This is an optimization exercise on Yosys and OpenROAD, whose aim is small area and a short achievable clock period, not a production implementation. At most, simulation tests tie the RTL to the original design; equivalence was not proved. The RTL of runs 1 and 2 was laid out without a check of its function.

--- design/flow/design.v ---
module convout_lane_a (
    input  wire [31:0] x,          
    input  wire        f32, bf16, fp16, e4m3, e5m2,    
    input  wire        is_int,     
    input  wire [2:0]  rnd,        
    input  wire        internal,   
    input  wire [15:0] u,          
    output wire [31:0] a,          
    output reg         up,         
    output wire        s,          
    output wire        nan,        
    output wire        infbig      
);
    assign s = x[31];
    wire [7:0]  fe     = x[30:23];
    wire [22:0] fm     = x[22:0];
    wire        hid    = |fe;
    wire        fe_ff  = &fe;
    assign nan         = !internal && fe_ff && (|fm);
    wire        isinf  = !internal && fe_ff && !(|fm);
    wire [7:0]  fe1    = {fe[7:1], fe[0] | !hid};         
    reg  [31:0] por;
    integer k, l;
    always @(*) begin
        por = x;
        for (l = 0; l < 5; l = l + 1)
            for (k = 0; k < 32; k = k + 1)
                if (k[l])
                    por[k] = por[k] | por[((k >> (l + 1)) << (l + 1)) + (1 << l) - 1];
    end
    wire [31:0] imag = x ^ ({32{s}} & {por[30:0], 1'b0});
    wire [31:0] oc = x ^ {32{s}};
    wire        pw = s && !(|(~x[31:1] & x[30:0]));
    reg  [5:0]  lzo;                                             
    reg  [15:0] z1; reg [7:0] z2; reg [3:0] z3; reg [1:0] z4;    
    reg  [15:0] c1; reg [15:0] c2; reg [11:0] c3; reg [7:0] c4;  
    always @(*) begin
        for (k = 0; k < 16; k = k + 1) begin
            z1[k] = !(oc[2*k+1] | oc[2*k]);
            c1[k] = !oc[2*k+1];
        end
        for (k = 0; k < 8; k = k + 1) begin
            z2[k] = z1[2*k+1] & z1[2*k];
            c2[2*k +: 2] = z1[2*k+1] ? {1'b1, c1[2*k]} : {1'b0, c1[2*k+1]};
        end
        for (k = 0; k < 4; k = k + 1) begin
            z3[k] = z2[2*k+1] & z2[2*k];
            c3[3*k +: 3] = z2[2*k+1] ? {1'b1, c2[4*k +: 2]} : {1'b0, c2[4*k+2 +: 2]};
        end
        for (k = 0; k < 2; k = k + 1) begin
            z4[k] = z3[2*k+1] & z3[2*k];
            c4[4*k +: 4] = z3[2*k+1] ? {1'b1, c3[6*k +: 3]} : {1'b0, c3[6*k+3 +: 3]};
        end
        lzo = (z4[1] & z4[0]) ? 6'd32 : z4[1] ? {2'b01, c4[3:0]} : {2'b00, c4[7:4]};
    end
    wire izero = !(|x);
    wire [31:0] src  = internal ? imag : {hid, fm, 8'd0};
    wire [31:0] tsrc = internal ? x : {hid, fm, 8'd0};
    reg  [5:0]  tz;
    always @(*) begin
        tz = 6'd63;
        for (k = 31; k >= 0; k = k - 1)
            if (tsrc[k]) tz = k[5:0];
    end
    wire        narrow = fp16 | e4m3 | e5m2;
    wire [6:0]  cm   = f32 ? 7'd31 : bf16 ? 7'd47 : fp16 ? 7'd44 : e4m3 ? 7'd51 : 7'd52;
    wire [7:0]  cf   = fp16 ? 8'd157 : e4m3 ? 8'd172 : 8'd165;
    wire        fsub = narrow && fe1 <= (e4m3 ? 8'd120 : 8'd112);     
    wire        big  = fe1 > 8'd158;
    wire        use_fe = !internal && (is_int || fsub);
    wire        use_lz = internal && !is_int;
    wire [7:0]  tc   = use_fe ? (is_int ? 8'd182 : cf + 8'd1) :
                       use_lz ? {1'b0, cm} + {7'd0, pw} + 8'd1 :
                       internal ? 8'd23 : {1'b0, cm};
    wire [7:0]  tv   = use_fe ? ~fe1 : use_lz ? ~{2'd0, lzo} : 8'd0;
    wire [7:0]  tsum = tc + tv;
    wire        t71  = !internal && (is_int ? fe1 < 8'd111
                                            : fsub && fe1 <= (fp16 ? 8'd86 : e4m3 ? 8'd101 : 8'd94));
    wire [6:0]  t    = t71 ? 7'd71 : tsum[6:0];
    wire [7:0]  bp   = internal ? ~{2'd0, lzo} : fe;
    wire [7:0]  bq   = internal ? ((f32 | bf16) ? 8'd159 : e4m3 ? 8'd39 : 8'd47) + {7'd0, pw}
                                : (e4m3 ? 8'd136 : narrow ? 8'd144 : 8'd0);
    wire [7:0]  bsum = bp + bq;
    wire        bzero = internal ? izero : fsub;
    wire [7:0]  be   = bzero ? 8'd0 : bsum;
    wire [70:0] v0 = {src, 39'd0};
    wire [70:0] v1 = t[0] ? (v0 >> 1)  : v0;
    wire [70:0] v2 = t[1] ? (v1 >> 2)  : v1;
    wire [70:0] v3 = t[2] ? (v2 >> 4)  : v2;
    wire [70:0] v4 = t[3] ? (v3 >> 8)  : v3;
    wire [70:0] v5 = t[4] ? (v4 >> 16) : v4;
    wire [70:0] v6 = t[5] ? (v5 >> 32) : v5;
    wire [70:0] vs = t[6] ? (v6 >> 64) : v6;
    wire [31:0] rq  = vs[47:16];
    wire [15:0] d   = vs[15:0];
    wire half  = d[15];
    wire rest  = !tz[5] && {1'b0, tz} + 7'd25 <= t;    
    wire [16:0] dsum = {1'b0, d} + {1'b0, u};
    always @(*) begin
        case (rnd)
            3'd0: up = half & (rest | rq[0]);
            3'd1: up = half;
            3'd3: up = (half | rest) & ~s;
            3'd4: up = (half | rest) & s;
            3'd5: up = dsum[16];
            default: up = 1'b0;
        endcase
    end
    wire [31:0] pm = f32  ? {1'b0, be, rq[22:0]} :
                     bf16 ? {17'd0, be, rq[6:0]} :
                     fp16 ? {14'd0, be, rq[9:0]} :
                     e4m3 ? {21'd0, be, rq[2:0]} :
                            {22'd0, be, rq[1:0]};
    assign a      = is_int ? rq : pm;
    assign infbig = isinf || (!internal && is_int && big);
endmodule
module convout_lane_b (
    input  wire [31:0] a,
    input  wire        up, s, nan, infbig,
    input  wire        f32, bf16, fp16, e4m3, e5m2,    
    input  wire        i32, i16, i8, u8, i4, u4,       
    input  wire        internal,
    input  wire        sat,
    input  wire        rz,         
    input  wire        rp,         
    input  wire        rm,         
    output reg  [31:0] y,          
    output reg         f_sat,
    output reg         f_nan,
    output reg         f_inf
);
    wire        is_int = i32 | i16 | i8 | u8 | i4 | u4;
    wire        inv = is_int & s;
    wire [33:0] ai  = {2'd0, a} ^ {34{inv}};
    reg  [33:0] pa;
    reg  [33:0] c;
    integer k, l;
    always @(*) begin
        pa = ai;
        for (l = 0; l < 6; l = l + 1)
            for (k = 0; k < 34; k = k + 1)
                if (k[l])
                    pa[k] = pa[k] & pa[((k >> (l + 1)) << (l + 1)) + (1 << l) - 1];
        c = {pa[32:0], 1'b1} & {34{up ^ inv}};
    end
    wire [33:0] r   = ai ^ c[33:0];
    wire [31:0] ym  = r[31:0];
    wire ovf = f32  ? (&ym[30:23]) :
               bf16 ? (&ym[14:7]) :
               fp16 ? ((|ym[17:15]) | (&ym[14:10])) :
               e4m3 ? ((|ym[10:7]) | (&ym[6:0])) :
                      ((|ym[9:7]) | (&ym[6:2]));
    wire [31:0] sgnb  = f32 ? {s, 31'd0} : (bf16 | fp16) ? {16'd0, s, 15'd0} : {24'd0, s, 7'd0};
    wire [31:0] canon = f32 ? 32'h7FC0_0000 : bf16 ? 32'h7FC0 : fp16 ? 32'h7E00 : e4m3 ? 32'h7F : 32'h7E;
    wire [31:0] maxb  = f32 ? 32'h7F7F_FFFF : bf16 ? 32'h7F7F : fp16 ? 32'h7BFF : e4m3 ? 32'h7E : 32'h7B;
    wire [31:0] infb  = f32 ? 32'h7F80_0000 : bf16 ? 32'h7F80 : fp16 ? 32'h7C00 : 32'h7C;
    wire        satc  = sat || rz || (rp && s) || (rm && !s);
    wire ovi = i32 ? (r[33:31] != 3'b000 && r[33:31] != 3'b111) :
               i16 ? (r[33:15] != 19'd0 && r[33:15] != {19{1'b1}}) :
               i8  ? (r[33:7]  != 27'd0 && r[33:7]  != {27{1'b1}}) :
               u8  ? (r[33:8]  != 26'd0) :
               i4  ? (r[33:3]  != 31'd0 && r[33:3]  != {31{1'b1}}) :
                     (r[33:4]  != 30'd0);
    wire [31:0] imask = i32 ? 32'hFFFF_FFFF : i16 ? 32'hFFFF : (i8 | u8) ? 32'hFF : 32'hF;
    wire [31:0] ilo = i32 ? 32'h8000_0000 : i16 ? 32'h8000 : i8 ? 32'h80 : i4 ? 32'h8 : 32'h0;
    wire [31:0] ihi = i32 ? 32'h7FFF_FFFF : i16 ? 32'h7FFF : i8 ? 32'h7F : u8 ? 32'hFF : i4 ? 32'h7 : 32'hF;
    always @(*) begin
        y = 32'd0; f_sat = 1'b0; f_nan = 1'b0; f_inf = 1'b0;
        if (is_int) begin
            if (nan) begin
                y = 32'd0; f_sat = 1'b1;
            end else if (infbig || ((!internal || sat) && ovi)) begin
                y = s ? ilo : ihi; f_sat = 1'b1;
            end else begin
                y = r[31:0] & imask;
            end
        end else begin
            if (nan) begin
                y = canon; f_nan = 1'b1;
            end else if (infbig || ovf) begin
                if (e4m3) begin
                    if (sat) begin y = sgnb | maxb; f_sat = 1'b1; end
                    else     begin y = canon; f_sat = 1'b1; f_nan = 1'b1; end
                end else if (!infbig && satc) begin
                    y = sgnb | maxb; f_sat = 1'b1;
                end else begin
                    y = sgnb | infb; f_inf = 1'b1;
                end
            end else begin
                y = sgnb | ym;
            end
        end
    end
endmodule
module convout4 (
    input  wire         clk,
    input  wire         rst,           
    input  wire         in_valid,
    input  wire [7:0]   in_fmt,
    input  wire [2:0]   in_round,
    input  wire         in_sat,
    input  wire         in_internal,
    input  wire [127:0] in_x,          
    input  wire         seed_load,
    input  wire [31:0]  seed,
    output reg          out_valid,
    output reg  [127:0] out_y,
    output reg  [3:0]   out_sat,
    output reg  [3:0]   out_nan,
    output reg  [3:0]   out_inf,
    output reg  [31:0]  lfsr_state
);
    localparam LANES = 4;
    wire [31:0] g = lfsr_state;
    wire [63:0] b, e;
    assign e[0] = g[0];
    assign e[1] = g[1];
    assign e[2] = g[2];
    assign e[3] = g[3];
    assign e[4] = g[4];
    assign e[5] = g[5];
    assign e[6] = g[6];
    assign e[7] = g[7];
    assign e[8] = g[8];
    assign e[9] = g[9];
    assign e[10] = g[10];
    assign e[11] = g[11];
    assign e[12] = g[12];
    assign e[13] = g[13];
    assign e[14] = g[14];
    assign e[15] = g[15];
    assign e[16] = g[16];
    assign e[17] = g[17];
    assign e[18] = g[18];
    assign e[19] = g[19];
    assign e[20] = g[20];
    assign e[21] = g[21];
    assign e[22] = g[22] ^ b[0];
    assign e[23] = g[23] ^ b[1];
    assign e[24] = g[24] ^ b[2];
    assign e[25] = g[25] ^ b[3];
    assign e[26] = g[26] ^ b[4];
    assign e[27] = g[27] ^ b[5];
    assign e[28] = g[28] ^ b[6];
    assign e[29] = g[29] ^ b[7];
    assign e[30] = g[30] ^ b[8];
    assign e[31] = g[31] ^ b[9];
    assign e[32] = b[10] ^ b[0];
    assign e[33] = b[11] ^ b[1];
    assign e[34] = b[12] ^ b[2];
    assign e[35] = b[13] ^ b[3];
    assign e[36] = b[14] ^ b[4];
    assign e[37] = b[15] ^ b[5];
    assign e[38] = b[16] ^ b[6];
    assign e[39] = b[17] ^ b[7];
    assign e[40] = b[18] ^ b[8];
    assign e[41] = b[19] ^ b[9];
    assign e[42] = b[20] ^ b[10];
    assign e[43] = b[21] ^ b[11];
    assign e[44] = b[22] ^ b[12];
    assign e[45] = b[23] ^ b[13];
    assign e[46] = b[24] ^ b[14];
    assign e[47] = b[25] ^ b[15];
    assign e[48] = b[26] ^ b[16];
    assign e[49] = b[27] ^ b[17];
    assign e[50] = b[28] ^ b[18];
    assign e[51] = b[29] ^ b[19];
    assign e[52] = b[30] ^ b[20];
    assign e[53] = b[31] ^ b[21];
    assign e[54] = b[32] ^ b[22];
    assign e[55] = b[33] ^ b[23];
    assign e[56] = b[34] ^ b[24];
    assign e[57] = b[35] ^ b[25];
    assign e[58] = b[36] ^ b[26];
    assign e[59] = b[37] ^ b[27];
    assign e[60] = b[38] ^ b[28];
    assign e[61] = b[39] ^ b[29];
    assign e[62] = b[40] ^ b[30];
    assign e[63] = b[41] ^ b[31];
    assign b[0] = e[0];
    assign b[1] = e[1] ^ e[0];
    assign b[2] = e[2] ^ e[1];
    assign b[3] = e[3] ^ e[2] ^ b[0];
    assign b[4] = e[4] ^ e[3] ^ b[1];
    assign b[5] = e[5] ^ e[4] ^ b[2];
    assign b[6] = e[6] ^ e[5] ^ b[3];
    assign b[7] = e[7] ^ e[6] ^ b[4];
    assign b[8] = e[8] ^ e[7] ^ b[5];
    assign b[9] = e[9] ^ e[8] ^ b[6];
    assign b[10] = e[10] ^ e[9] ^ b[7];
    assign b[11] = e[11] ^ e[10] ^ b[8];
    assign b[12] = e[12] ^ e[11] ^ b[9];
    assign b[13] = e[13] ^ e[12] ^ b[10];
    assign b[14] = e[14] ^ e[13] ^ b[11];
    assign b[15] = e[15] ^ e[14] ^ b[12];
    assign b[16] = e[16] ^ e[15] ^ b[13];
    assign b[17] = e[17] ^ e[16] ^ b[14];
    assign b[18] = e[18] ^ e[17] ^ b[15];
    assign b[19] = e[19] ^ e[18] ^ b[16];
    assign b[20] = e[20] ^ e[19] ^ b[17];
    assign b[21] = e[21] ^ e[20] ^ b[18];
    assign b[22] = e[22] ^ e[21] ^ b[19];
    assign b[23] = e[23] ^ e[22] ^ b[20];
    assign b[24] = e[24] ^ e[23] ^ b[21];
    assign b[25] = e[25] ^ e[24] ^ b[22];
    assign b[26] = e[26] ^ e[25] ^ b[23];
    assign b[27] = e[27] ^ e[26] ^ b[24];
    assign b[28] = e[28] ^ e[27] ^ b[25];
    assign b[29] = e[29] ^ e[28] ^ b[26];
    assign b[30] = e[30] ^ e[29] ^ b[27];
    assign b[31] = e[31] ^ e[30] ^ b[28];
    assign b[32] = e[32] ^ e[31] ^ b[29];
    assign b[33] = e[33] ^ e[32] ^ b[30];
    assign b[34] = e[34] ^ e[33] ^ b[31];
    assign b[35] = e[35] ^ e[34] ^ b[32];
    assign b[36] = e[36] ^ e[35] ^ b[33];
    assign b[37] = e[37] ^ e[36] ^ b[34];
    assign b[38] = e[38] ^ e[37] ^ b[35];
    assign b[39] = e[39] ^ e[38] ^ b[36];
    assign b[40] = e[40] ^ e[39] ^ b[37];
    assign b[41] = e[41] ^ e[40] ^ b[38];
    assign b[42] = e[42] ^ e[41] ^ b[39];
    assign b[43] = e[43] ^ e[42] ^ b[40];
    assign b[44] = e[44] ^ e[43] ^ b[41];
    assign b[45] = e[45] ^ e[44] ^ b[42];
    assign b[46] = e[46] ^ e[45] ^ b[43];
    assign b[47] = e[47] ^ e[46] ^ b[44];
    assign b[48] = e[48] ^ e[47] ^ b[45];
    assign b[49] = e[49] ^ e[48] ^ b[46];
    assign b[50] = e[50] ^ e[49] ^ b[47];
    assign b[51] = e[51] ^ e[50] ^ b[48];
    assign b[52] = e[52] ^ e[51] ^ b[49];
    assign b[53] = e[53] ^ e[52] ^ b[50];
    assign b[54] = e[54] ^ e[53] ^ b[51];
    assign b[55] = e[55] ^ e[54] ^ b[52];
    assign b[56] = e[56] ^ e[55] ^ b[53];
    assign b[57] = e[57] ^ e[56] ^ b[54];
    assign b[58] = e[58] ^ e[57] ^ b[55];
    assign b[59] = e[59] ^ e[58] ^ b[56];
    assign b[60] = e[60] ^ e[59] ^ b[57];
    assign b[61] = e[61] ^ e[60] ^ b[58];
    assign b[62] = e[62] ^ e[61] ^ b[59];
    assign b[63] = e[63] ^ e[62] ^ b[60];
    wire [15:0] g16;
    assign g16[0] = g[16] ^ b[14] ^ b[15];
    assign g16[1] = g[17] ^ b[15];
    assign g16[2] = g[18];
    assign g16[3] = g[19];
    assign g16[4] = g[20];
    assign g16[5] = g[21];
    assign g16[6] = g[22] ^ b[0];
    assign g16[7] = g[23] ^ b[1];
    assign g16[8] = g[24] ^ b[2];
    assign g16[9] = g[25] ^ b[3];
    assign g16[10] = g[26] ^ b[4];
    assign g16[11] = g[27] ^ b[5];
    assign g16[12] = g[28] ^ b[6];
    assign g16[13] = g[29] ^ b[7];
    assign g16[14] = g[30] ^ b[8];
    assign g16[15] = g[31] ^ b[9];
    wire [15:0] g32;
    assign g32[0] = b[0] ^ b[10] ^ b[30] ^ b[31];
    assign g32[1] = b[1] ^ b[11] ^ b[31];
    assign g32[2] = b[2] ^ b[12];
    assign g32[3] = b[3] ^ b[13];
    assign g32[4] = b[4] ^ b[14];
    assign g32[5] = b[5] ^ b[15];
    assign g32[6] = b[6] ^ b[16];
    assign g32[7] = b[7] ^ b[17];
    assign g32[8] = b[8] ^ b[18];
    assign g32[9] = b[9] ^ b[19];
    assign g32[10] = b[10] ^ b[20];
    assign g32[11] = b[11] ^ b[21];
    assign g32[12] = b[12] ^ b[22];
    assign g32[13] = b[13] ^ b[23];
    assign g32[14] = b[14] ^ b[24];
    assign g32[15] = b[15] ^ b[25];
    wire [15:0] g48;
    assign g48[0] = b[16] ^ b[26] ^ b[46] ^ b[47];
    assign g48[1] = b[17] ^ b[27] ^ b[47];
    assign g48[2] = b[18] ^ b[28];
    assign g48[3] = b[19] ^ b[29];
    assign g48[4] = b[20] ^ b[30];
    assign g48[5] = b[21] ^ b[31];
    assign g48[6] = b[22] ^ b[32];
    assign g48[7] = b[23] ^ b[33];
    assign g48[8] = b[24] ^ b[34];
    assign g48[9] = b[25] ^ b[35];
    assign g48[10] = b[26] ^ b[36];
    assign g48[11] = b[27] ^ b[37];
    assign g48[12] = b[28] ^ b[38];
    assign g48[13] = b[29] ^ b[39];
    assign g48[14] = b[30] ^ b[40];
    assign g48[15] = b[31] ^ b[41];
    wire [31:0] g64;
    assign g64[0] = b[32] ^ b[42] ^ b[62] ^ b[63];
    assign g64[1] = b[33] ^ b[43] ^ b[63];
    assign g64[2] = b[34] ^ b[44];
    assign g64[3] = b[35] ^ b[45];
    assign g64[4] = b[36] ^ b[46];
    assign g64[5] = b[37] ^ b[47];
    assign g64[6] = b[38] ^ b[48];
    assign g64[7] = b[39] ^ b[49];
    assign g64[8] = b[40] ^ b[50];
    assign g64[9] = b[41] ^ b[51];
    assign g64[10] = b[42] ^ b[52];
    assign g64[11] = b[43] ^ b[53];
    assign g64[12] = b[44] ^ b[54];
    assign g64[13] = b[45] ^ b[55];
    assign g64[14] = b[46] ^ b[56];
    assign g64[15] = b[47] ^ b[57];
    assign g64[16] = b[48] ^ b[58];
    assign g64[17] = b[49] ^ b[59];
    assign g64[18] = b[50] ^ b[60];
    assign g64[19] = b[51] ^ b[61];
    assign g64[20] = b[52] ^ b[62];
    assign g64[21] = b[53] ^ b[63];
    assign g64[22] = b[54];
    assign g64[23] = b[55];
    assign g64[24] = b[56];
    assign g64[25] = b[57];
    assign g64[26] = b[58];
    assign g64[27] = b[59];
    assign g64[28] = b[60];
    assign g64[29] = b[61];
    assign g64[30] = b[62];
    assign g64[31] = b[63];
    wire draw = in_valid && in_round == 3'd5;
    always @(posedge clk) begin
        if (rst)
            lfsr_state <= 32'h0000_0001;
        else if (seed_load)
            lfsr_state <= seed;
        else if (draw)
            lfsr_state <= g64;
    end
    reg          v1;
    reg  [127:0] x1;
    reg          fi1;           
    reg  [2:0]   fc1;           
    reg  [2:0]   rnd1;
    reg          sat1, int1;
    reg  [63:0]  u1;            
    always @(posedge clk) begin
        v1   <= in_valid && !rst;
        x1   <= in_x;
        fi1  <= in_fmt[4];
        fc1  <= in_fmt[2:0];
        rnd1 <= in_round;
        sat1 <= in_sat;
        int1 <= in_internal;
        u1   <= {g64[15:0], g48, g32, g16};
    end
    wire a_f32  = !fi1 && fc1 == 3'd1;
    wire a_bf16 = !fi1 && fc1 == 3'd2;
    wire a_fp16 = !fi1 && fc1 == 3'd3;
    wire a_e4m3 = !fi1 && fc1 == 3'd4;
    wire a_e5m2 = !fi1 && fc1 == 3'd5;
    wire [127:0] a;
    wire [3:0]   up, sg, nan, ib;
    genvar l;
    generate
        for (l = 0; l < LANES; l = l + 1) begin : lane_a
            convout_lane_a u_a (
                .x (x1[32*l +: 32]),
                .f32 (a_f32), .bf16 (a_bf16), .fp16 (a_fp16), .e4m3 (a_e4m3), .e5m2 (a_e5m2),
                .is_int (fi1), .rnd (rnd1), .internal (int1), .u (u1[16*l +: 16]),
                .a (a[32*l +: 32]), .up (up[l]), .s (sg[l]), .nan (nan[l]), .infbig (ib[l])
            );
        end
    endgenerate
    reg          v2;
    reg  [127:0] a2;
    reg  [3:0]   up2, sg2, nan2, ib2;
    reg          fi2, sat2, int2, rz2, rp2, rm2;
    reg  [2:0]   fc2;
    always @(posedge clk) begin
        v2   <= v1 && !rst;
        a2   <= a;
        up2  <= up;
        sg2  <= sg;
        nan2 <= nan;
        ib2  <= ib;
        fi2  <= fi1;
        fc2  <= fc1;
        sat2 <= sat1;
        int2 <= int1;
        rz2  <= rnd1 == 3'd2;
        rp2  <= rnd1 == 3'd3;
        rm2  <= rnd1 == 3'd4;
    end
    wire f32  = !fi2 && fc2 == 3'd1;
    wire bf16 = !fi2 && fc2 == 3'd2;
    wire fp16 = !fi2 && fc2 == 3'd3;
    wire e4m3 = !fi2 && fc2 == 3'd4;
    wire e5m2 = !fi2 && fc2 == 3'd5;
    wire i32  =  fi2 && fc2 == 3'd0;
    wire i16  =  fi2 && fc2 == 3'd1;
    wire i8   =  fi2 && fc2 == 3'd2;
    wire u8   =  fi2 && fc2 == 3'd3;
    wire i4   =  fi2 && fc2 == 3'd4;
    wire u4   =  fi2 && fc2 == 3'd5;
    wire [127:0] y;
    wire [3:0]   fs, fn, fi;
    generate
        for (l = 0; l < LANES; l = l + 1) begin : lane_b
            convout_lane_b u_b (
                .a (a2[32*l +: 32]), .up (up2[l]), .s (sg2[l]), .nan (nan2[l]), .infbig (ib2[l]),
                .f32 (f32), .bf16 (bf16), .fp16 (fp16), .e4m3 (e4m3), .e5m2 (e5m2),
                .i32 (i32), .i16 (i16), .i8 (i8), .u8 (u8), .i4 (i4), .u4 (u4),
                .internal (int2), .sat (sat2), .rz (rz2), .rp (rp2), .rm (rm2),
                .y (y[32*l +: 32]), .f_sat (fs[l]), .f_nan (fn[l]), .f_inf (fi[l])
            );
        end
    endgenerate
    always @(posedge clk) begin
        if (rst)
            out_valid <= 1'b0;
        else
            out_valid <= v2;
        out_y   <= y;
        out_sat <= fs;
        out_nan <= fn;
        out_inf <= fi;
    end
endmodule
--- design/flow/config.mk ---
export PLATFORM = sky130hd
export DESIGN_NAME = convout4
export DESIGN_NICKNAME = convout4
export VERILOG_FILES = /design/flow/design.v
export SDC_FILE = /design/flow/constraint.sdc
export NUM_CORES = 8
export LEC_CHECK = 0
export ABC_AREA = 1
export CAP_MARGIN = 20
export CORE_MARGIN = 2
export CORE_UTILIZATION = 40
export SETUP_SLACK_MARGIN = 1.5
export SLEW_MARGIN = 20
export SYNTH_MEMORY_MAX_BITS = 16384
--- design/flow/standard.sh ---
#!/bin/bash
# synth_recipe.tcl (not shown) runs the flow's synth.tcl, then flattens the netlist and writes it again
# the make line also repeats each setting of config.mk as NAME=value (left out here)
make -C /OpenROAD-flow-scripts/flow DESIGN_CONFIG=/design/flow/config.mk WORK_HOME=/design/flow/orfs CLKGATE_MAP_FILE= SYNTH_SCRIPT=/design/flow/synth_recipe.tcl "${@:-finish}"
--- design/flow/flow/run.sh ---
#!/bin/bash
set -euo pipefail
bash standard.sh SETUP_SLACK_MARGIN=${MARGIN:-24} TNS_END_PERCENT=5 MATCH_CELL_FOOTPRINT=0 \
  "BUFFER_PORTS_ARGS=-buffer_cell sky130_fd_sc_hd__buf_2" finish > make_finish.log 2>&1
--- design/flow/constraint.sdc ---
create_clock -name core_clock -period 32.0 [get_ports {clk}]
set_input_delay 6.4000 -clock core_clock [delete_from_list [all_inputs] [get_ports {clk}]]
set_output_delay 6.4000 -clock core_clock [all_outputs]
set_load 0.01 [all_outputs]
==> reports/metrics.sh, run 1 <==
HOLD_CLASS='reg -> reg'
FILLCELLCOUNT=14150
TIMING.SETUP.TNS_NS=0
YOSYS_WARNINGS=3
CAP_VIOLATIONS=0
ASYNCSETRESETFLOPFRACSYNTH_PCT=0
CP_CELL_SEQUENCE='buf_2'
WORST_PATH_DOMINANT_CELL_FAMILY='flip-flops'
FINALCLOCKSKEW_NS=0.06142
YS.FLOP_TYPE='dfxtp_1'
RRSETUPSLACK_NS=24.36
VIAS=59980
REG2REG_TO='up2[2]$_DFF_P_'
DRT-VIAS-PER-INSTANCE=5.562
WIRELENGTH_MM=213.5
WORST_R2R_STARTPOINT='fc1[0]$_DFF_P_'
WORSTHOLDSTART='sat1$_DFF_P_'
POSTSYNTHREGISTERBITS=529
SEQCELLAREA_MM2=0.01060
SYN_AVG_CELL_AREA_UM2=5.833
CRITICAL_PATH_CLASS='reg -> out'
POST-SYNTH-TOP-COUNT-CELL='nand2_1'
PLACEMENT.CELL_AREA_MM2=0.05468
RR_WORST_DEPTH=37
SYNTH_AREA_MM2=0.05210
AVGROUTEDWIREPERCELL_UM=19.80
ARRIVAL_NS=1.55
MOST_INSTANTIATED_CELLS_AFTER_SYNTHESIS='nand2_1 (2,529), inv_1 (1,020), o21ai_0 (954), nor2_1 (734), nand3_1 (716)'
FINALINSTANCEAREA_MM2=0.05700
PORT-BUFFER-COUNT=345
CPPEAKSTAGEDELAY_NS=0.61
CRITICAL_PATH_FANOUTS_MAX=5
NUM-NETS-FINAL=9366
DESIGN.CORE.AREA_MM2=0.1293
PLACE.DETAILED.HPWL_MM=170.7
PATH_BUF_INV=1
IO-PIN-COUNT=350
AREA_GROWTH_PCT=9.419
CRITICAL_PATH.STARTPOINT_TYPE='flop'
GRT_OVERFLOW=0
SYNTHESIS.INSTANCES=8932
DIE_HEIGHT_UM=364.9
HOLD-PATH-CELL-COUNT=0
GRT_UTIL_MET3_PCT=4.216
GRT_PASS1_VIAS=53580
MULTI_INPUT_COMB_AREA_MM2=0.03552
DR.FIRST_ITER.DRC_COUNT=6763
SYNTH_SEQ_AREA_SHARE_PCT=20.33
FMAX_MHz=125.9
CLOCKROOTBUFFER='clkbuf_16'
POST_CTS_HOLD_BUFFER_COUNT=0
HTREE_LEVELS=2
FINALSETUPVIOLCOUNT=0
WORST_EP_REQUIRED_TIME_NS=25.60
NUMBER_OF_ANTENNA_VIOLATIONS_AT_THE_FIRST_CHECK_IN_GLOBAL_ROUTING=7
CRIT_PATH_TOP_DELAY_CELL='dfxtp_1'
GRT_MAX_DEGREE=82
CLK_LATENCY_NS=0.73
DIE_AREA_MM2=0.1331
ANT_NETS=0
GLOBALROUTETOTALUTIL_PCT=30.82
SYNTH_NETS=9305
START_UTIL_PCT=40.29
GRT.MET1_USAGE_PCT=42.87
CLKSLEWWORSTSETUPHOLDPATHS_NS=0.06
FIN_CRIT_PERIOD_NS=7.946
STATUS='complete, no violations'
DIE_W_UM=364.9
GRTUSAGEMET2_PCT=47.02
MOST_AREA_CONSUMING_CELLS_AFTER_SYNTHESIS='dfxtp_1 (20%), nand2_1 (18%), o21ai_0 (9.2%), inv_1 (7.3%), nand3_1 (6.9%)'
DRIVE_ABOVE_1_SHARE_PCT=9.148
GRT_FIRST_PASS_WIRELENGTH_MM=320.0
YOSYSTOPAREACELL='dfxtp_1'
GP_ROUTABILITY_CONGESTION=1.039
SYNTH_EDF_COUNT=0
FINALCRITPERIODSHARE_PCT=24.83
POST-ROUTE-UTIL_PCT=44.08
MAX_SLEW.WORST_PIN.SLEW_NS=1.286
FIRSTDRTPASSITERS=8
FINALHOLDVIOLATIONS=0
NUMBER_OF_PINS_EXCEEDING_THEIR_MAX_SLEW_LIMIT_IN_THE_FINAL_REPORT=0
BUSIEST_LAYER_IN_GLOBAL_ROUTING='met2'
CLOCK_SINKS=529
DRC=0
CRIT_CELLS=1
ROWS=132
WORSTSETUPENDPOINTTYPE='output port'
YOSYSTOPAREACELLSHARE_PCT=20.33
POST_SYNTH_CELL_TYPES=76
CTSLONGESTPATHBUFFERS=3
TRITONCTS='yes'
TIMING.MAX_SLEW.REL_SLACK_PCT=13.39
NUMCTSBUFFERS=59
WHS_ENDPOINT='sat2$_DFF_P_'
GRT_SETUP_UNREPAIRED='true'
==> per-layer routing <==
metal	vias to the layer above	wire, µm
li1	29550	-
met1	27220	94640
met2	2782	90110
met3	434	18390
met4	0	10380
met5	-	0
==> flip-flops by register name, indices dropped and copies added (netlist names), 3 cells and up <==
register    count
fc1             3
ib2             4
u1             64
out_sat         4
nan2            4
lfsr_state     32
out_inf         4
out_nan         4
rnd1            3
out_y         128
x1            128
sg2             4
up2             4
a2            128
fc2             3
==> stage by stage <==
stage	cells	hold slack, ns	setup slack [ns]
after floorplan	8932	0.3096	24.33
after global placement	10650	0.3164	23.37
after detailed placement	10650	0.3150	23.25
after CTS	10760	0.3340	23.91
after global routing	10780	0.3401	23.96
final	10780	0.3285	24.05
==> repair_timing <==
item                       CTS  global route
setup endpoints to repair    3            14
buffers inserted             0             8
gates resized for setup      6            34
hold endpoints to repair     0             0
pin swaps                    0             1
cloned                       0            10
==> layout make-up <==
cell class / instances / share of cell area, %
flip-flops and latches: 529 / 18.60
well taps: 1742 / 3.824
multi-input cells: 6869 / 62.31
clock inverters: 31 / 0.6936
diodes: 1 / 0.004390
repair buffers: 436 / 4.282
repair inverters: 10 / 0.1185
clock buffers: 77 / 2.904
inverters: 1088 / 7.267
==> worst max-delay path by stage <==
stage	to	startpoint	slack (ns)
after global placement	up2[0]$_DFF_P_	fi1$_DFF_P_	23.37
after floorplan	lfsr_state[10]$_SDFFE_PP0P_	seed_load	24.33
after CTS	up2[0]$_DFF_P_	fi1$_DFF_P_	23.91
after detailed placement	up2[0]$_DFF_P_	fi1$_DFF_P_	23.25
final	lfsr_state[20]	lfsr_state[20]$_SDFFE_PP0P_	24.05
after global routing	up2[3]$_DFF_P_	x1[127]$_DFF_P_	23.96
==> cells by family (layout without fill, tap and decap cells) <==
group / count (synthesis) / in the layout / share of synthesized area, %
AO/OA/AOI/OAI: 1872 / 1872 / 20.61
XOR/XNOR: 330 / 330 / 5.692
adder cells (fa/ha/maj): 196 / 196 / 4.823
buffers and inverters: 1534 / 1642 / 11.65
flip-flops: 529 / 529 / 20.33
multiplexers: 37 / 37 / 0.7109
other: 0 / 1 / 0
AND/OR/NAND/NOR: 4434 / 4434 / 36.18
==> placed cells by master (no fill, tap or decap), types with 66 or more instances in the layout <==
cell type	count
o21ai_0	950
o211ai_1	66
nor2_1	718
nand4_1	82
buf_4	88
nand2_1	2528
dfxtp_1	522
a21oi_1	323
a31oi_1	90
nor3_1	109
xnor2_1	163
o22ai_1	109
inv_1	1009
nand3_1	716
xor2_1	157
ha_1	188
buf_2	345
==> run 2, diff against run 1 <==
==> design/flow/flow/run.sh (replaced) <==
#!/bin/bash
set -euo pipefail
bash standard.sh SETUP_SLACK_MARGIN=${MARGIN:-25} TNS_END_PERCENT=5 MATCH_CELL_FOOTPRINT=0 \
  "BUFFER_PORTS_ARGS=-buffer_cell sky130_fd_sc_hd__buf_2" finish > make_finish.log 2>&1
==> run 2 against run 1 <==
  * Still clean on timing, DRC and antenna
  * Critical path depth stayed put
  * Register-to-register slack gained 0.74 ns
  * First-iteration DRC count decreased by 0.84%
  * Non-clock buffer count increased by 82
  * Hold slack worse by 0.0029 ns
  * Sequential cell count stayed put
  * Critical path type unchanged
  * Critical endpoint is now lfsr_state[27]
==> reports/metrics.sh, run 2 <==
NUMCTSBUFFERS=60  # +1.7%
PATH_BUF_INV=1  # unchanged
CTSLONGESTPATHBUFFERS=3  # unchanged
ANT_NETS=0  # unchanged
AVGROUTEDWIREPERCELL_UM=20.21  # +2.1%
HOLD-PATH-CELL-COUNT=0  # unchanged
CRITICAL_PATH_CLASS='reg -> out'
REG2REG_TO='up2[1]$_DFF_P_'
GRT_SETUP_UNREPAIRED='true'
START_UTIL_PCT=40.29  # unchanged
WHS_ENDPOINT='sat2$_DFF_P_'
MAX_SLEW.WORST_PIN.SLEW_NS=1.241  # -0.04462 ns
YOSYS_WARNINGS=3  # unchanged
FMAX_MHz=132.0  # +4.9%
GRT_PASS1_VIAS=53910  # +0.62%
SYNTH_SEQ_AREA_SHARE_PCT=20.33  # unchanged
NUM-NETS-FINAL=9458  # +0.98%
DESIGN.CORE.AREA_MM2=0.1293  # unchanged
WIRELENGTH_MM=220.0  # +3.0%
WORST_R2R_STARTPOINT='x1[63]$_DFF_P_'
POST_CTS_HOLD_BUFFER_COUNT=0  # unchanged
FINALSETUPVIOLCOUNT=0  # unchanged
DIE_W_UM=364.9  # unchanged
SYNTHESIS.INSTANCES=8932  # unchanged
DR.FIRST_ITER.DRC_COUNT=6706  # -0.84%
AREA_GROWTH_PCT=11.89
FILLCELLCOUNT=14050  # -0.71%
FINALCRITPERIODSHARE_PCT=23.68  # -1.2 points
CPPEAKSTAGEDELAY_NS=0.35  # -0.26 ns
WORSTHOLDSTART='sat1$_DFF_P_'
TIMING.MAX_SLEW.REL_SLACK_PCT=16.57  # +3.2 points
TRITONCTS='yes'
GRT_MAX_DEGREE=149  # +82%
FINALHOLDVIOLATIONS=0  # unchanged
PORT-BUFFER-COUNT=345  # unchanged
SYNTH_EDF_COUNT=0  # unchanged
HTREE_LEVELS=2  # unchanged
WORST_SLACK_AT_PLACEMENT_NS=23.40  # +0.1451 ns
CRIT_PATH_TOP_DELAY_CELL='dfxtp_4'
CLKSLEWWORSTSETUPHOLDPATHS_NS=0.06  # about the same
VIAS=60670  # +1.2%
CAP_VIOLATIONS=0  # unchanged
MOST_AREA_CONSUMING_CELLS_AFTER_SYNTHESIS='dfxtp_1 (20%), nand2_1 (18%), o21ai_0 (9.2%), inv_1 (7.3%), nand3_1 (6.9%)'
SEQCELLAREA_MM2=0.01073  # +1.2%
RRSETUPSLACK_NS=25.10  # +0.74 ns
GRT_FIRST_PASS_WIRELENGTH_MM=324.5  # +1.4%
PLACEMENT.CELL_AREA_MM2=0.05473  # about the same
STATUS='complete, no violations'
LAYOUT.CELLS.MOST_COMMON='nand2_1'
FINALCLOCKSKEW_NS=0.04612  # -0.01530 ns
LAYOUT_COMMON_CELLS='nand2_1 (2,523), inv_1 (1,008), o21ai_0 (922)'
SYNTH_NETS=9305  # unchanged
DIE_HEIGHT_UM=364.9  # unchanged
WORST_EP_REQUIRED_TIME_NS=25.60  # about the same
CP_CELL_SEQUENCE='buf_6'
TIMING.FINAL.WS_SETUP_NS=24.42  # +0.3681 ns
ROWS=132  # unchanged
NUMBER_OF_PINS_EXCEEDING_THEIR_MAX_SLEW_LIMIT_IN_THE_FINAL_REPORT=0  # unchanged
CLOCK_SINKS=529  # unchanged
LARGEST_REGISTERS='a2 x128, out_y x128, x1 x128'
DRC=0  # unchanged
YOSYSTOPAREACELLSHARE_PCT=20.33  # unchanged
YS.FLOP_TYPE='dfxtp_1'
POSTSYNTHREGISTERBITS=529  # unchanged
ARRIVAL_NS=1.18  # -0.37 ns
IO-PIN-COUNT=350  # unchanged
GRT_OVERFLOW=0  # unchanged
GLOBALROUTETOTALUTIL_PCT=31.44  # +0.62 points
CRITICAL_PATH_FANOUTS_MAX=2  # -3
WORSTSETUPENDPOINTTYPE='output port'
DRIVE_ABOVE_1_SHARE_PCT=11.12  # +2.0 points
FIN_CRIT_PERIOD_NS=7.578  # -0.3681 ns
CRIT_CELLS=1  # unchanged
PLACE.DETAILED.HPWL_MM=173.3  # +1.6%
FIRSTDRTPASSITERS=6  # -2
ASYNCSETRESETFLOPFRACSYNTH_PCT=0  # unchanged
RR_WORST_DEPTH=39  # +5.4%
POST-SYNTH-TOP-COUNT-CELL='nand2_1'
SMALLEST_HOLD_SLACK_NS=0.3256  # -0.002927 ns
CLOCKROOTBUFFER='clkbuf_16'
SYN_AVG_CELL_AREA_UM2=5.833  # unchanged
TIMING.SETUP.TNS_NS=0  # unchanged
CRITICAL_PATH.STARTPOINT_TYPE='flop'
NUMBER_OF_ANTENNA_VIOLATIONS_AT_THE_FIRST_CHECK_IN_GLOBAL_ROUTING=11  # +4
POST-ROUTE-UTIL_PCT=45.08  # +1.0 points
DIE_AREA_MM2=0.1331  # unchanged
WORST_PATH_DOMINANT_CELL_FAMILY='flip-flops'
POST_SYNTH_CELL_TYPES=76  # unchanged
FINALINSTANCEAREA_MM2=0.05829  # +2.3%
MULTI_INPUT_COMB_AREA_MM2=0.03570  # +0.51%
GP_ROUTABILITY_CONGESTION=1.037  # -0.23%
DRT-VIAS-PER-INSTANCE=5.575  # +0.23%
MOST_INSTANTIATED_CELLS_AFTER_SYNTHESIS='nand2_1 (2,529), inv_1 (1,020), o21ai_0 (954), nor2_1 (734), nand3_1 (716)'
YOSYSTOPAREACELL='dfxtp_1'
SYNTH_AREA_MM2=0.05210  # unchanged
CLK_LATENCY_NS=0.72  # about the same
HOLD_CLASS='reg -> reg'
-- run 2: cell count changes in the layout (fill, tap and decap cells not counted), moves of 19 or more --
cell	change
buf_2	-19
buf_4	+60
buf_6	+29
dfxtp_1	-49
dfxtp_2	+21
dfxtp_4	+28
nor2_1	-19
o21ai_0	-28
o21ai_1	+27
-- run 2: worst max path at each step --
| stage | start | to | slack, ns |
|---|---|---|---|
| finish | lfsr_state[27]$_SDFFE_PP0P_ | lfsr_state[27] | 24.42 |
| CTS | lfsr_state[28]$_SDFFE_PP0P_ | lfsr_state[28] | 24.37 |
| floorplan | seed_load | lfsr_state[28]$_SDFFE_PP0P_ | 24.66 |
| global route | out_y[36]$_DFF_P_ | out_y[36] | 24.37 |
| global placement | x1[31]$_DFF_P_ | up2[0]$_DFF_P_ | 23.44 |
| detailed placement | x1[31]$_DFF_P_ | up2[0]$_DFF_P_ | 23.40 |
-- run 2: cells by family after synthesis --
kind of cell,share of synthesized area (%)
XOR/XNOR,5.692
AO/OA/AOI/OAI,20.61
adder cells (fa/ha/maj),4.823
flip-flops,20.33
multiplexers,0.7109
buffers and inverters,11.65
AND/OR/NAND/NOR,36.18
-- run 2: what timing repair did --
| item | CTS | global route |
|---|---|---|
| gates cloned | 6 | 16 |
| setup endpoints to repair | 225 | 269 |
| pin swaps | 0 | 8 |
| buffers inserted | 34 | 51 |
| gates resized for setup | 112 | 162 |
-- run 2: final cells by class --
cell class / instances / share of cell area [%]
antenna: 4 / 0.01717
clock buffer: 70 / 2.692
clock inverter: 43 / 0.7791
inverter: 1088 / 7.154
multi-input combinational: 6869 / 61.24
sequential: 529 / 18.41
tap: 1742 / 3.739
timing repair buffer: 518 / 5.735
timing repair inverter: 19 / 0.2275
-- run 2: per-layer routing --
metal	vias to the layer above	track usage (%)	routed length, µm
met2	2766	49.15	94790
li1	29740	-	-
met5	-	0	16
met1	27720	43.24	97920
met3	443	4.201	17410
met4	2	13.09	9824
-- run 2: through the flow --
| step | std cells |
|---|---|
| after global placement | 10660 |
| after detailed placement | 10660 |
| final | 10880 |
| after CTS | 10810 |
| after global routing | 10880 |
| after floorplan | 8932 |
==> run 3, diff against run 2 <==
--- a/design/flow/design.v
+++ b/design/flow/design.v
@@ -132,16 +132,19 @@
     wire        is_int = i32 | i16 | i8 | u8 | i4 | u4;
     wire        inv = is_int & s;
     wire [33:0] ai  = {2'd0, a} ^ {34{inv}};
-    reg  [33:0] pa;
     reg  [33:0] c;
-    integer k, l;
+    reg         blk;
+    integer k;
     always @(*) begin
-        pa = ai;
-        for (l = 0; l < 6; l = l + 1)
-            for (k = 0; k < 34; k = k + 1)
-                if (k[l])
-                    pa[k] = pa[k] & pa[((k >> (l + 1)) << (l + 1)) + (1 << l) - 1];
-        c = {pa[32:0], 1'b1} & {34{up ^ inv}};
+        blk = up ^ inv;
+        for (k = 0; k < 34; k = k + 1) begin
+            if (k % 9 == 0)
+                c[k] = blk;
+            else
+                c[k] = c[k-1] & ai[k-1];
+            if (k % 9 == 8)
+                blk = blk & (&ai[k-8 +: 9]);
+        end
     end
     wire [33:0] r   = ai ^ c[33:0];
     wire [31:0] ym  = r[31:0];
==> run 3 against run 2 <==
  * Still clean
  * Count of clock-buffer cells in the layout down 4
  * Global-route usage up 1.4 points
  * Cell area down 2.9%
==> reports/metrics.sh, run 3 <==
CRITICAL_PATH_CLASS='reg -> out'
SYN_AVG_CELL_AREA_UM2=6.156  # +5.5%
MOST_AREA_CONSUMING_CELLS_AFTER_SYNTHESIS='dfxtp_1 (21%), nand2_1 (15%), o21ai_0 (11%), ha_1 (7.5%), inv_1 (6.5%)'
CAP_VIOLATIONS=0  # unchanged
LARGEST_REGISTERS='a2 x128, out_y x128, x1 x128'
POST_SYNTH_XOR_AREA_FRACTION_PCT=5.714  # +0.023 points
SIMPLE_GATE_SHARE_OF_THE_SYNTHESIZED_AREA_PCT=30.51  # -5.7 points
START_UTIL_PCT=40.36  # +0.075 points
GRT_PASS1_VIAS=52190  # -3.2%
GRT.MET1_USAGE_PCT=42.10  # -1.1 points
DESIGN.CORE.AREA_MM2=0.1238  # -4.3%
SYNTH_SEQ_AREA_SHARE_PCT=21.19  # +0.87 points
RRSETUPSLACK_NS=24.82  # -0.28 ns
HOLD_CLASS='reg -> reg'
PLACE.DETAILED.HPWL_MM=173.1  # -0.15%
HTREE_LEVELS=2  # unchanged
FIRSTDRTPASSITERS=6  # unchanged
GRT_UTIL_MET3_PCT=3.719  # -0.48 points
GP_ROUTABILITY_CONGESTION=1.008  # -2.8%
YOSYSTOPAREACELL='dfxtp_1'
FINALCLOCKSKEW_NS=0.04680  # +0.0006790 ns
AREA_GROWTH_PCT=13.30
WORST_EP_REQUIRED_TIME_NS=25.60  # about the same
DRT-VIAS-PER-INSTANCE=5.729  # +2.8%
GRT_OVERFLOW=0  # unchanged
WIRELENGTH_MM=220.5  # +0.23%
GRT_MAX_DEGREE=134  # -10%
CRIT_PATH_TOP_DELAY_CELL='dfxtp_4'
CRITICAL_PATH.STARTPOINT_TYPE='flop'
FIN_CRIT_PERIOD_NS=7.585  # +0.007600 ns
NUMCTSBUFFERS=57  # -5.0%
TRITONCTS='yes'
SYNTH-COMPOUND-AREA-SHARE_PCT=23.75  # +3.1 points
LAYOUT.CELLS.MOST_COMMON='nand2_1'
PORT-BUFFER-COUNT=345  # unchanged
ARRIVAL_NS=1.19  # about the same
DIE_AREA_MM2=0.1278  # -4.0%
GRT_FIRST_PASS_WIRELENGTH_MM=321.9  # -0.81%
DIE_W_UM=357.4  # -2.0%
SYNTH_AREA_MM2=0.04997  # -4.1%
SYNTHADDERAREAFRAC_PCT=7.833  # +3.0 points
ANT_NETS=0  # unchanged
CP_CELL_SEQUENCE='buf_6'
DRIVE_ABOVE_1_SHARE_PCT=12.47  # +1.3 points
POSTSYNTHREGISTERBITS=529  # unchanged
SYNTH_EDF_COUNT=0  # unchanged
MOST_INSTANTIATED_CELLS_AFTER_SYNTHESIS='nand2_1 (1,992), o21ai_0 (1,074), inv_1 (863), nor2_1 (715), dfxtp_1 (529)'
FINALNONFILLERCELLS=9992  # -8.2%
SYNTH_NETS=8602  # -7.6%
DRC=0  # unchanged
SHARE_OF_SYNTHESIZED_AREA_SPENT_ON_MULTIPLEXERS_PCT=0.7638  # +0.053 points
POST_CTS_HOLD_BUFFER_COUNT=0  # unchanged
SYNTHESIS.INSTANCES=8117  # -9.1%
WORSTSETUPENDPOINTTYPE='output port'
TIMING.SETUP.TNS_NS=0  # unchanged
PATH_BUF_INV=1  # unchanged
FINALHOLDVIOLATIONS=0  # unchanged
FINALCRITPERIODSHARE_PCT=23.70  # +0.024 points
IO-PIN-COUNT=350  # unchanged
FILLCELLCOUNT=13170  # -6.3%
SYNTH_TOP_FAMILY_BY_AREA='simple AND/OR/NAND/NOR gates'
TIMING.MAX_SLEW.REL_SLACK_PCT=27.17  # +11 points
RR_WORST_DEPTH=37  # -5.1%
VIAS=57240  # -5.7%
YOSYSTOPAREACELLSHARE_PCT=21.19  # +0.87 points
CRITICAL_PATH_FANOUTS_MAX=2  # unchanged
GRTUSAGEMET2_PCT=55.57  # +6.4 points
CLOCKROOTBUFFER='clkbuf_16'
YS.FLOP_TYPE='dfxtp_1'
BUSIEST_LAYER_IN_GLOBAL_ROUTING='met2'
WORSTHOLDSTART='sat1$_DFF_P_'
REG2REG_TO='out_y[33]$_DFF_P_'
NUMBER_OF_PINS_EXCEEDING_THEIR_MAX_SLEW_LIMIT_IN_THE_FINAL_REPORT=0  # unchanged
MAX_SLEW.WORST_PIN.SLEW_NS=1.085  # -0.1557 ns
WHS_ENDPOINT='sat2$_DFF_P_'
POST-SYNTH-TOP-COUNT-CELL='nand2_1'
STATUS='complete, no violations'
AVGROUTEDWIREPERCELL_UM=22.06  # +9.2%
FINALSETUPVIOLCOUNT=0  # unchanged
GRT_SETUP_UNREPAIRED='true'
DP_CELLS=9773  # -8.3%
WORST_R2R_STARTPOINT='fc2[1]$_DFF_P_'
GLOBALROUTETOTALUTIL_PCT=32.85  # +1.4 points
NUM-NETS-FINAL=8787  # -7.1%
ASYNCSETRESETFLOPFRACSYNTH_PCT=0  # unchanged
NUMBER_OF_ANTENNA_VIOLATIONS_AT_THE_FIRST_CHECK_IN_GLOBAL_ROUTING=6  # -5
HOLD-PATH-CELL-COUNT=0  # unchanged
CTSLONGESTPATHBUFFERS=3  # unchanged
ROWS=129  # -2.3%
POST_SYNTH_CELL_TYPES=79  # +3.9%
WORST_PATH_DOMINANT_CELL_FAMILY='flip-flops'
YOSYS_WARNINGS=3  # unchanged
CPPEAKSTAGEDELAY_NS=0.37  # +0.02 ns
CLK_LATENCY_NS=0.70  # -0.02 ns
CLOCK_SINKS=529  # unchanged
CLKSLEWWORSTSETUPHOLDPATHS_NS=0.07  # about the same
DIE_HEIGHT_UM=357.4  # -2.0%
LAYOUT_COMMON_CELLS='nand2_1 (1,987), o21ai_0 (1,036), inv_1 (845)'
FMAX_MHz=131.8  # about the same
DR.FIRST_ITER.DRC_COUNT=5985  # -11%
[run 3: repair_timing]
item | CTS | global route
resized for setup | 152 | 146
setup endpoints to repair | 412 | 352
cloned | 11 | 22
setup buffers | 42 | 30
pin swaps | 3 | 7
[run 3: how the worst max path moves through the flow]
| stage | end | startpoint | cells after the start |
|---|---|---|---|
| CTS | lfsr_state[21] | lfsr_state[21]$_SDFFE_PP0P_ | 1 |
| finish | lfsr_state[19] | lfsr_state[19]$_SDFFE_PP0P_ | 1 |
| floorplan | lfsr_state[30]$_SDFFE_PP0P_ | seed_load | 5 |
| detailed placement | out_y[57]$_DFF_P_ | fc2[1]$_DFF_P_ | 37 |
| global placement | out_y[57]$_DFF_P_ | fc2[1]$_DFF_P_ | 37 |
| global route | lfsr_state[21] | lfsr_state[21]$_SDFFE_PP0P_ | 1 |
[run 3: through the flow]
step	worst slack, ns	utilization (%)	area [µm²]	hold WS, ns
finish	24.41	45.73	56610	0.3301
global route	24.38	45.72	56600	0.3383
CTS	24.38	44.97	55670	0.3298
detailed placement	23.44	42.63	52780	0.3147
global placement	23.52	42.63	52780	0.3134
floorplan	24.67	-	50010	0.3096
[run 3: cells by family (layout without fill, tap and decap cells)]
| logic type | count (synthesis) | in the layout |
|---|---|---|
| compound gates | 2085 | 2085 |
| xor+xnor | 305 | 305 |
| fa+ha+maj | 308 | 308 |
| buf+inv | 1312 | 1544 |
| flops | 529 | 529 |
| mux | 38 | 38 |
| other cells | 0 | 4 |
| simple gates | 3540 | 3542 |
[run 3: metal layers]
layer,vias up,wire length [µm]
met4,2,10440
li1,27610,-
met5,-,11
met2,2458,102800
met1,26720,91990
met3,457,15240
[run 3: worst reg2reg max path: cells and delay by family (launching register included)]
kind	cells	cell delay (ns)
simple gates	18	2.51
fa+ha+maj	8	1.69
flops	1	0.40
xor+xnor	1	0.25
buf+inv	6	1.25
compound gates	4	0.94
[run 3: layout make-up]
cell class,count,area (µm²),area share (%)
tap,1637,2048,3.618
antenna,4,10.01,0.01768
inverter,900,3468,6.127
clock buffer,66,1521,2.688
multi-input combinational,6278,34820,61.50
sequential,529,10690,18.89
timing repair inverter,27,185.2,0.3271
timing repair buffer,509,3327,5.877
clock inverter,42,540.5,0.9548
==> run 4, diff against run 3 <==
--- a/design/flow/config.mk
+++ b/design/flow/config.mk
@@ -8,7 +8,7 @@
 export ABC_AREA = 1
 export CAP_MARGIN = 20
 export CORE_MARGIN = 2
-export CORE_UTILIZATION = 40
+export CORE_UTILIZATION = 55
 export SETUP_SLACK_MARGIN = 1.5
 export SLEW_MARGIN = 20
 export SYNTH_MEMORY_MAX_BITS = 16384
==> run 4 against run 3 <==
  * Cell area shrank 1.5%
  * Synthesized cell count stayed put
  * Global-route usage is 7.6 points higher
==> reports/metrics.sh, run 4 <==
DRIVE_ABOVE_1_SHARE_PCT=12.17  # -0.29 points
SYNTH_EDF_COUNT=0  # unchanged
NUMBER_OF_ANTENNA_VIOLATIONS_AT_THE_FIRST_CHECK_IN_GLOBAL_ROUTING=7  # +1
ARRIVAL_NS=1.16  # -0.03 ns
GLOBALROUTETOTALUTIL_PCT=40.46  # +7.6 points
FIRSTDRTPASSITERS=7  # +1
FINALNONFILLERCELLS=9521  # -4.7%
DRC=0  # unchanged
VIAS=57760  # +0.90%
DIE_W_UM=305.4  # -15%
DRT-VIAS-PER-INSTANCE=6.066  # +5.9%
WORSTSETUPENDPOINTTYPE='output port'
CRITICAL_PATH_FANOUTS_MAX=2  # unchanged
CP_CELL_SEQUENCE='buf_6'
LARGEST_REGISTERS='a2 x128, out_y x128, x1 x128'
WORST_EP_REQUIRED_TIME_NS=25.60  # about the same
AVGROUTEDWIREPERCELL_UM=20.78  # -5.8%
TIMING.MAX_SLEW.REL_SLACK_PCT=16.17  # -11 points
ANT_NETS=0  # unchanged
NUMCTSBUFFERS=56  # -1.8%
YOSYS_WARNINGS=3  # unchanged
CRIT_PATH_TOP_DELAY_CELL='dfxtp_4'
STATUS='complete, no violations'
IO-PIN-COUNT=350  # unchanged
NUM-NETS-FINAL=8783  # -0.046%
ROWS=110  # -15%
ASYNCSETRESETFLOPFRACSYNTH_PCT=0  # unchanged
YOSYSTOPAREACELLSHARE_PCT=21.19  # unchanged
FINALCLOCKSKEW_NS=0.03342  # -0.01338 ns
POST_SYNTH_CELL_TYPES=79  # unchanged
CRITICAL_PATH.STARTPOINT_TYPE='flop'
ANTENNA_CELLS_INSERTED=0  # -4
DP_CELLS=9295  # -4.9%
CLK_LATENCY_NS=0.69  # about the same
FIN_CRIT_PERIOD_NS=7.559  # -0.02640 ns
POSTSYNTHREGISTERBITS=529  # unchanged
LAYOUT.CELLS.MOST_COMMON='nand2_1'
FMAX_MHz=132.3  # +0.35%
SYN_AVG_CELL_AREA_UM2=6.156  # unchanged
AREA_GROWTH_PCT=11.64
YS.FLOP_TYPE='dfxtp_1'
DESIGN.CORE.AREA_MM2=0.09001  # -27%
PATH_BUF_INV=1  # unchanged
GRT_MAX_DEGREE=136  # +1.5%
FINALHOLDVIOLATIONS=0  # unchanged
START_UTIL_PCT=55.51  # +15 points
MULTI_INPUT_COMB_AREA_MM2=0.03470  # -0.33%
GP_ROUTABILITY_CONGESTION=1.028  # +2.0%
CLKSLEWWORSTSETUPHOLDPATHS_NS=0.07  # about the same
GRT_OVERFLOW=0  # unchanged
LAYOUT_COMMON_CELLS='nand2_1 (1,988), o21ai_0 (1,055), inv_1 (844)'
FILLCELLCOUNT=8899  # -32%
DIE_HEIGHT_UM=305.4  # -15%
SEQCELLAREA_MM2=0.01071  # +0.20%
PORT-BUFFER-COUNT=345  # unchanged
PLACE.DETAILED.HPWL_MM=151.7  # -12%
GRT_FIRST_PASS_WIRELENGTH_MM=298.1  # -7.4%
SYNTH_NETS=8602  # unchanged
CPPEAKSTAGEDELAY_NS=0.37  # about the same
HTREE_LEVELS=2  # unchanged
YOSYSTOPAREACELL='dfxtp_1'
MAX_SLEW.WORST_PIN.SLEW_NS=1.244  # +0.1590 ns
CAP_VIOLATIONS=0  # unchanged
WIRELENGTH_MM=197.8  # -10%
SYNTH_SEQ_AREA_SHARE_PCT=21.19  # unchanged
MOST_AREA_CONSUMING_CELLS_AFTER_SYNTHESIS='dfxtp_1 (21%), nand2_1 (15%), o21ai_0 (11%), ha_1 (7.5%), inv_1 (6.5%)'
GRT_PASS1_VIAS=53570  # +2.6%
NUMBER_OF_PINS_EXCEEDING_THEIR_MAX_SLEW_LIMIT_IN_THE_FINAL_REPORT=0  # unchanged
HOLD_CLASS='reg -> reg'
TIMING.SETUP.TNS_NS=0  # unchanged
FINALSETUPVIOLCOUNT=0  # unchanged
CLOCK_SINKS=529  # unchanged
GRT_SETUP_UNREPAIRED='true'
CLOCKROOTBUFFER='clkbuf_16'
CRITICAL_PATH_CLASS='reg -> out'
SMALLEST_HOLD_SLACK_NS=0.3404  # +0.01033 ns
FINALCRITPERIODSHARE_PCT=23.62  # -0.082 points
SYNTH_AREA_MM2=0.04997  # unchanged
CTSLONGESTPATHBUFFERS=3  # unchanged
DIE_AREA_MM2=0.09327  # -27%
WORST_PATH_DOMINANT_CELL_FAMILY='flip-flops'
SYNTHESIS.INSTANCES=8117  # unchanged
TRITONCTS='yes'
POST_CTS_HOLD_BUFFER_COUNT=0  # unchanged
DR.FIRST_ITER.DRC_COUNT=6623  # +11%
POST-SYNTH-TOP-COUNT-CELL='nand2_1'
MOST_INSTANTIATED_CELLS_AFTER_SYNTHESIS='nand2_1 (1,992), o21ai_0 (1,074), inv_1 (863), nor2_1 (715), dfxtp_1 (529)'
==> run 4: cell counts after synthesis <==
Identical to the previous run, type by type.
==> run 4: timing repair <==
action / 4_1_cts / 5_1_grt
gates cloned: 11 / 21
setup buffers: 38 / 49
pin swaps: 4 / 4
setup endpoints to repair: 353 / 415
gates resized for setup: 111 / 144
==> run 4: layer usage <==
| layer | global-route usage [%] | vias to the layer above | wire (µm) |
|---|---|---|---|
| li1 | - | 27600 | - |
| met1 | 46.90 | 26210 | 73650 |
| met2 | 69.21 | 3115 | 91810 |
| met3 | 6.600 | 826 | 17490 |
| met4 | 25.90 | 10 | 14800 |
| met5 | 0 | - | 70 |
==> run 4: layout make-up <==
| cell class | instances | area share [%] |
|---|---|---|
| repair buffers | 505 | 5.872 |
| inverters | 900 | 6.231 |
| multi-input cells | 6281 | 62.21 |
| repair inverters | 25 | 0.3051 |
| clock buffers | 72 | 2.784 |
| well taps | 1176 | 2.638 |
| flip-flops and latches | 529 | 19.21 |
| clock inverters | 33 | 0.7559 |
==> run 4: worst paths after layout <==
| path | startpoint | to | slack [ns] | depth (start not counted) |
|---|---|---|---|---|
| max | lfsr_state[25]$_SDFFE_PP0P_ | lfsr_state[25] | 24.44 | 1 |
| min | sat1$_DFF_P_ | sat2$_DFF_P_ | 0.34 | 0 |
| max reg2reg | fc2[2]$_DFF_P_ | out_y[108]$_DFF_P_ | 24.88 | 37 |
| min reg2reg | sat1$_DFF_P_ | sat2$_DFF_P_ | 0.34 | 0 |
==> run 4: cells by family (layout without fill, tap and decap cells) <==
group | count (synthesis) | after routing | share of synthesized area [%]
and+or+nand+nor | 3540 | 3545 | 30.51
AOI/OAI and AO/OA | 2085 | 2085 | 23.75
buffers and inverters | 1312 | 1535 | 10.23
DFF | 529 | 529 | 21.19
adders and majority gates | 308 | 308 | 7.833
xor gates and xnor gates | 305 | 305 | 5.714
muxes | 38 | 38 | 0.7638
==> run 4: metrics by stage <==
step                util (%)  setup slack, ns  area [µm²]
floorplan                  -            24.67       50010
global placement       57.84            24.04       52060
detailed placement     57.85            23.81       52070
CTS                    60.81            24.42       54740
global route           61.97            24.42       55780
finish                 61.97            24.44       55780
==> run 5, diff against run 4 <==
--- a/design/flow/config.mk
+++ b/design/flow/config.mk
@@ -8,7 +8,7 @@
 export ABC_AREA = 1
 export CAP_MARGIN = 20
 export CORE_MARGIN = 2
-export CORE_UTILIZATION = 55
+export CORE_UTILIZATION = 70
 export SETUP_SLACK_MARGIN = 1.5
 export SLEW_MARGIN = 20
 export SYNTH_MEMORY_MAX_BITS = 16384
==> run 5 against run 4 <==
  * The flow now stops in 5_1_grt
  * Synthesized cell count unchanged
  * Synthesized area unchanged
==> reports/metrics.sh, run 5 <==
STATUS='did not finish'
LASTSTAGE='5_1_grt'
ERROR_MESSAGE='[ERROR GRT-0232] Routing congestion too high. Check the congestion heatmap in the GUI.'
GLOBALROUTETOTALUTIL_PCT=63.12
SYNTH_EDF_COUNT=0  # unchanged
ROWS=97  # -12%
HTREE_LEVELS=2  # unchanged
SYNTH_NETS=8602  # unchanged
POST_SYNTH_CELL_TYPES=79  # unchanged
ASYNCSETRESETFLOPFRACSYNTH_PCT=0  # unchanged
POST_CTS_HOLD_BUFFER_COUNT=0  # unchanged
YOSYS_WARNINGS=3  # unchanged
POST-SYNTH-TOP-COUNT-CELL='nand2_1'
CLOCKROOTBUFFER='clkbuf_16'
SYNTH_SEQ_AREA_SHARE_PCT=21.19  # unchanged
MOST_INSTANTIATED_CELLS_AFTER_SYNTHESIS='nand2_1 (1,992), o21ai_0 (1,074), inv_1 (863), nor2_1 (715), dfxtp_1 (529)'
SYNTH_AREA_MM2=0.04997  # unchanged
CLOCK_SINKS=529  # unchanged
POSTSYNTHREGISTERBITS=529  # unchanged
YOSYSTOPAREACELLSHARE_PCT=21.19  # unchanged
DIE_HEIGHT_UM=271.2  # -11%
DIE_W_UM=271.2  # -11%
START_UTIL_PCT=70.98  # +15 points
GP_ROUTABILITY_CONGESTION=1.094  # +6.4%
TIMING.REPAIR.WORST_ENDPOINT_TYPE='top-level output'
YOSYSTOPAREACELL='dfxtp_1'
SYN_AVG_CELL_AREA_UM2=6.156  # unchanged
PLACE.DETAILED.HPWL_MM=145.1  # -4.3%
IO-PIN-COUNT=350  # unchanged
CRIT_ENDPOINT='lfsr_state[21]'
NUMBER_OF_ANTENNA_VIOLATIONS_AT_THE_FIRST_CHECK_IN_GLOBAL_ROUTING=28
MOST_AREA_CONSUMING_CELLS_AFTER_SYNTHESIS='dfxtp_1 (21%), nand2_1 (15%), o21ai_0 (11%), ha_1 (7.5%), inv_1 (6.5%)'
CTSLONGESTPATHBUFFERS=3  # unchanged
PORT-BUFFER-COUNT=345  # unchanged
GRT_MAX_DEGREE=165
YS.FLOP_TYPE='dfxtp_1'
SYNTHESIS.INSTANCES=8117  # unchanged
GRT_OVERFLOW=61
NUMCTSBUFFERS=55  # -1.8%
[run 5: cell counts after synthesis]
Identical to the previous run, type by type.
[run 5: how the worst min path moves through the flow]
stage / from / end / slack (ns) / cells after the start
2_1_floorplan: sat1$_DFF_P_ / sat2$_DFF_P_ / 0.31 / 0
3_3_place_gp: sat1$_DFF_P_ / sat2$_DFF_P_ / 0.31 / 0
3_5_place_dp: sat1$_DFF_P_ / sat2$_DFF_P_ / 0.31 / 0
4_1_cts: sat1$_DFF_P_ / sat2$_DFF_P_ / 0.33 / 0
[run 5: cells by family after synthesis]
kind of cell / Yosys count / synth area share (%)
flip-flops: 529 / 21.19
AND/OR/NAND/NOR: 3540 / 30.51
buffers and inverters: 1312 / 10.23
XOR/XNOR: 305 / 5.714
AO/OA/AOI/OAI: 2085 / 23.75
multiplexers: 38 / 0.7638
adder cells (fa/ha/maj): 308 / 7.833
[run 5: what timing repair did]
item	in CTS
endpoints found under the setup margin	343
cloned	14
hold endpoints to repair	0
resized for setup	124
buffers inserted	44
pin swaps	6
[run 5: metal layers]
metal | overflow | global-route usage, %
met2 | 39 | 88.26
met5 | 0 | 16.69
met1 | 0 | 65.65
met3 | 1 | 38.05
met4 | 21 | 53.90
[run 5: through the flow]
| step | worst slack (ns) | cell area (µm²) | std cells | utilization [%] |
|---|---|---|---|---|
| CTS | 24.46 | 54410 | 9217 | 77.30 |
| floorplan | 24.67 | 50010 | 8117 | - |
| detailed placement | 24.08 | 51740 | 9056 | 73.51 |
| global placement | 24.17 | 51740 | 9056 | 73.51 |

-- what the ideal ports hide --
How much do the figures lean on ideal ports? The routed layouts below were timed once more, with nothing changed but the port constraints.
Step 1 (the two cells are an assumption about what drives the block):
set clk [get_ports {clk}]
set_driving_cell -lib_cell sky130_fd_sc_hd__clkbuf_16 $clk
set_driving_cell -lib_cell sky130_fd_sc_hd__buf_2 [delete_from_list [all_inputs] $clk]
Step 2 adds t to the input delays and takes it off the output delays; t is the mean of the earliest and latest rising clock arrival at the registers after step 1. Input paths then give back, and output paths get back, about the clock's delay inside the block.
Three values: ideal ports, drivers, drivers and shift; two values: the first two.
run | shift t [ns] | slack for setup (ns) | latest minus earliest clock arrival (ns) | worst slew at a driven data input, ns | cell pins on the clock port's net
run 1 | 0.775 | 24.054 / 23.976 / 24.110 | 0.066 / 0.066 | 0.05 | 1
run 2 | 0.781 | 24.422 / 24.343 / 24.156 | 0.050 / 0.050 | 0.05 | 1
run 3 | 0.748 | 24.415 / 24.341 / 23.973 | 0.054 / 0.053 | 0.05 | 1
run 4 | 0.750 | 24.441 / 24.366 / 23.928 | 0.034 / 0.035 | 0.05 | 1
After both steps every run listed still meets setup and hold. For run 4, which loses most, drivers alone change the setup slack by -0.075 ns; drivers and shift together by -0.513 ns.
